Source: an optimization exercise on an open RTL-to-GDS flow (aim: small area and a short achievable clock period). Production flows keep margins and buffers that such runs may drop.
RTL that was checked went through simulation tests only; none was proved equivalent to the original.

==> flow/design.v (excerpt) <==
module pxp_layer_engine (
    input  wire         clk,
    input  wire         rst,
    input  wire         cfg_we,
    input  wire [2:0]   cfg_sel,
    input  wire [39:0]  cfg_data,
    input  wire         in_valid,
    input  wire [159:0] in_pix,
    input  wire [3:0]   in_transp,
    input  wire [3:0]   in_err,
    output wire         out_valid,
    output wire [29:0]  out_pix,
    output wire         out_err
);
    localparam NL = 4;
    reg        l_en      [0:NL-1];
    reg        l_premult [0:NL-1];
    reg [1:0]  l_key     [0:NL-1];
    reg        l_invert  [0:NL-1];
    reg [1:0]  l_keylay  [0:NL-1];
    reg [9:0]  l_global  [0:NL-1];
    reg [9:0]  l_clip_lo [0:NL-1];
    reg [9:0]  l_clip_hi [0:NL-1];
    reg [29:0] bg;
    reg [2:0]  nlayers;
    integer i;
    always @(posedge clk) begin
        if (rst) begin
            for (i = 0; i < NL; i = i + 1)
                l_en[i] <= 1'b0;
            bg      <= {10'd64, 10'd512, 10'd512};
            nlayers <= 3'd0;
        end else if (cfg_we) begin
            if (cfg_sel < NL) begin
                l_en[cfg_sel[1:0]] <= cfg_data[39];
            end else if (cfg_sel == 3'd4) begin
                bg      <= cfg_data[29:0];
                nlayers <= (cfg_data[32:30] > NL) ? NL[2:0] : cfg_data[32:30];
            end
        end
    end
    always @(posedge clk) begin
        if (cfg_we && cfg_sel < NL) begin
            l_premult[cfg_sel[1:0]] <= cfg_data[38];
            l_key[cfg_sel[1:0]]     <= cfg_data[37:36];
            l_invert[cfg_sel[1:0]]  <= cfg_data[35];
            l_keylay[cfg_sel[1:0]]  <= cfg_data[33:32];
            l_global[cfg_sel[1:0]]  <= cfg_data[29:20];
            l_clip_lo[cfg_sel[1:0]] <= cfg_data[19:10];
            l_clip_hi[cfg_sel[1:0]] <= cfg_data[9:0];
        end
    end
    function [9:0] clamp10;
        input [10:0] v;
        begin
            if (v < 11'd4)         clamp10 = 10'd4;
  ...
==> flow/config.mk <==
export PLATFORM = sky130hd
export DESIGN_NAME = pxp_layer_engine
export DESIGN_NICKNAME = pxp_layer_engine
export VERILOG_FILES = /design/flow/design.v
export SDC_FILE = /design/flow/constraint.sdc
export NUM_CORES = 4
export LEC_CHECK = 0
export CAP_MARGIN = 20
export CORE_MARGIN = 2
export CORE_UTILIZATION = 60
export CTS_BUF_LIST = sky130_fd_sc_hd__clkbuf_16
export CTS_CLUSTER_DIAMETER = 120
export CTS_CLUSTER_SIZE = 30
export SLEW_MARGIN = 20
export SYNTH_HIERARCHICAL = 1
==> flow/constraint.sdc <==
create_clock -name core_clock -period 90.0 [get_ports {clk}]
set_input_delay 18.0000 -clock core_clock [delete_from_list [all_inputs] [get_ports {clk}]]
set_output_delay 18.0000 -clock core_clock [all_outputs]
set_load 0.01 [all_outputs]
standard.sh (not shown) runs the stock make flow with config.mk's settings and CLKGATE_MAP_FILE= SYNTH_SCRIPT=/design/flow/synth_recipe.tcl, a recipe that flattens the netlist after the stock synthesis.
==> flow/flow/run.sh <==
#!/bin/bash
# The standard layout (the standard.sh, unchanged synthesis and steps),
# with one change: the port buffers that global placement inserts are
# sky130_fd_sc_hd__buf_2 instead of the default pick (a slow delay buffer),
# so paths from the inputs and to the outputs are shorter.
set -euo pipefail
bash standard.sh "BUFFER_PORTS_ARGS=-buffer_cell sky130_fd_sc_hd__buf_2" finish 2>&1 | tee standard.log
==> next run, changes <==
Settings changed: CORE_UTILIZATION 60 to 40, CTS_CLUSTER_DIAMETER 120 to 100, CTS_CLUSTER_SIZE 30 to 25.
Die area rose by 49%. Worst hold slack degrades by 0.0032 ns. Final area rose by 2.3%. Worst setup slack improves by 0.032 ns. Global-route usage fell by 9.6 points. Core utilization fell by 20 points. Register-to-register slack degrades by 0.17 ns.


pxp_layer_engine, a different RTL version from the one above (not shown whole).
For scale: about 13000 cells after synthesis, about 250 I/O pins.
// pxp_layer_engine
module pxp_layer_engine (
    input  wire         clk,
    input  wire         rst,
    input  wire         cfg_we,
    input  wire [2:0]   cfg_sel,
    input  wire [39:0]  cfg_data,
    input  wire         in_valid,
    input  wire [159:0] in_pix,
    input  wire [3:0]   in_transp,
    input  wire [3:0]   in_err,
    output wire         out_valid,
    output wire [29:0]  out_pix,
    output wire         out_err
);
Settings: LEC_CHECK=0, ABC_AREA=1, CAP_MARGIN=20, CORE_MARGIN=2, CORE_UTILIZATION=40, SLEW_MARGIN=20, SYNTH_HIERARCHICAL=1; clock period 90.0 ns.
run.sh (not shown) runs the stock make flow with config.mk's settings and CLKGATE_MAP_FILE= SYNTH_SCRIPT=/design/flow/synth_recipe.tcl, a recipe that flattens the netlist after the stock synthesis.
Stock flow here: none of the scripts above is used.
The first run finished clean.
Then changed:
==> flow/flow/run.sh (new file) <==
#!/bin/bash
# The standard layout (the standard.sh, unchanged synthesis and steps),
# with one change: the port buffers that global placement inserts are
# sky130_fd_sc_hd__buf_2 instead of the default pick (a slow delay buffer),
# so paths from the inputs and to the outputs are shorter.
set -euo pipefail
bash standard.sh "BUFFER_PORTS_ARGS=-buffer_cell sky130_fd_sc_hd__buf_2" finish 2>&1 | tee standard.log
==> flow/standard.sh (new file) <==
#!/bin/bash
# synth_recipe.tcl (not shown) runs the flow's synth.tcl, then flattens the netlist and writes it again
# the make line also repeats each setting of config.mk as NAME=value (left out here)
make -C /OpenROAD-flow-scripts/flow DESIGN_CONFIG=/design/flow/config.mk WORK_HOME=/design/flow/orfs CLKGATE_MAP_FILE= SYNTH_SCRIPT=/design/flow/synth_recipe.tcl "${@:-finish}"
removed: flow/run.sh
Register-to-register slack improves by 0.02 ns.
No functional check of the RTL was part of any run of this note.

-- separate check: timing with driven ports --
The results above use ideal ports. As a check the final layouts listed here were re-extracted and re-timed, cells and wires unchanged.
Step 1 (the two cells are an assumption about what drives the block):
set clk [get_ports {clk}]
set_driving_cell -lib_cell sky130_fd_sc_hd__clkbuf_16 $clk
set_driving_cell -lib_cell sky130_fd_sc_hd__buf_2 [delete_from_list [all_inputs] $clk]
Step 2 times the ports against the registers' clock, not the clock port: input delays grow and output delays shrink by t, the midpoint of the rising clock arrivals with the driver on.
Slacks: ideal / step 1 / step 2; pairs: ideal / step 1.
run | t, ns | setup slack, ns | hold WS [ns] | clock arrival spread, ns | slew at the worst register clock pin (ns)
the first run of note 1 | 0.851 | 70.784 / 70.692 / 70.261 | 0.321 / 0.321 / 0.321 | 0.062 / 0.061 | 0.12 / 0.12
the second run of note 1 | 0.828 | 70.817 / 70.721 / 70.207 | 0.317 / 0.317 / 0.317 | 0.072 / 0.072 | 0.11 / 0.11
the first run of note 2 | 0.936 | 70.279 / 70.173 / 69.633 | 0.288 / 0.288 / 0.288 | 0.105 / 0.104 | 0.08 / 0.08
the second run of note 2 | 0.937 | 70.674 / 70.568 / 69.940 | 0.248 / 0.248 / 0.248 | 0.098 / 0.098 | 0.08 / 0.08
After both steps every run listed still meets setup and hold. For the second run of note 2, which loses most, drivers alone change the setup slack by -0.106 ns; drivers and shift together by -0.734 ns.
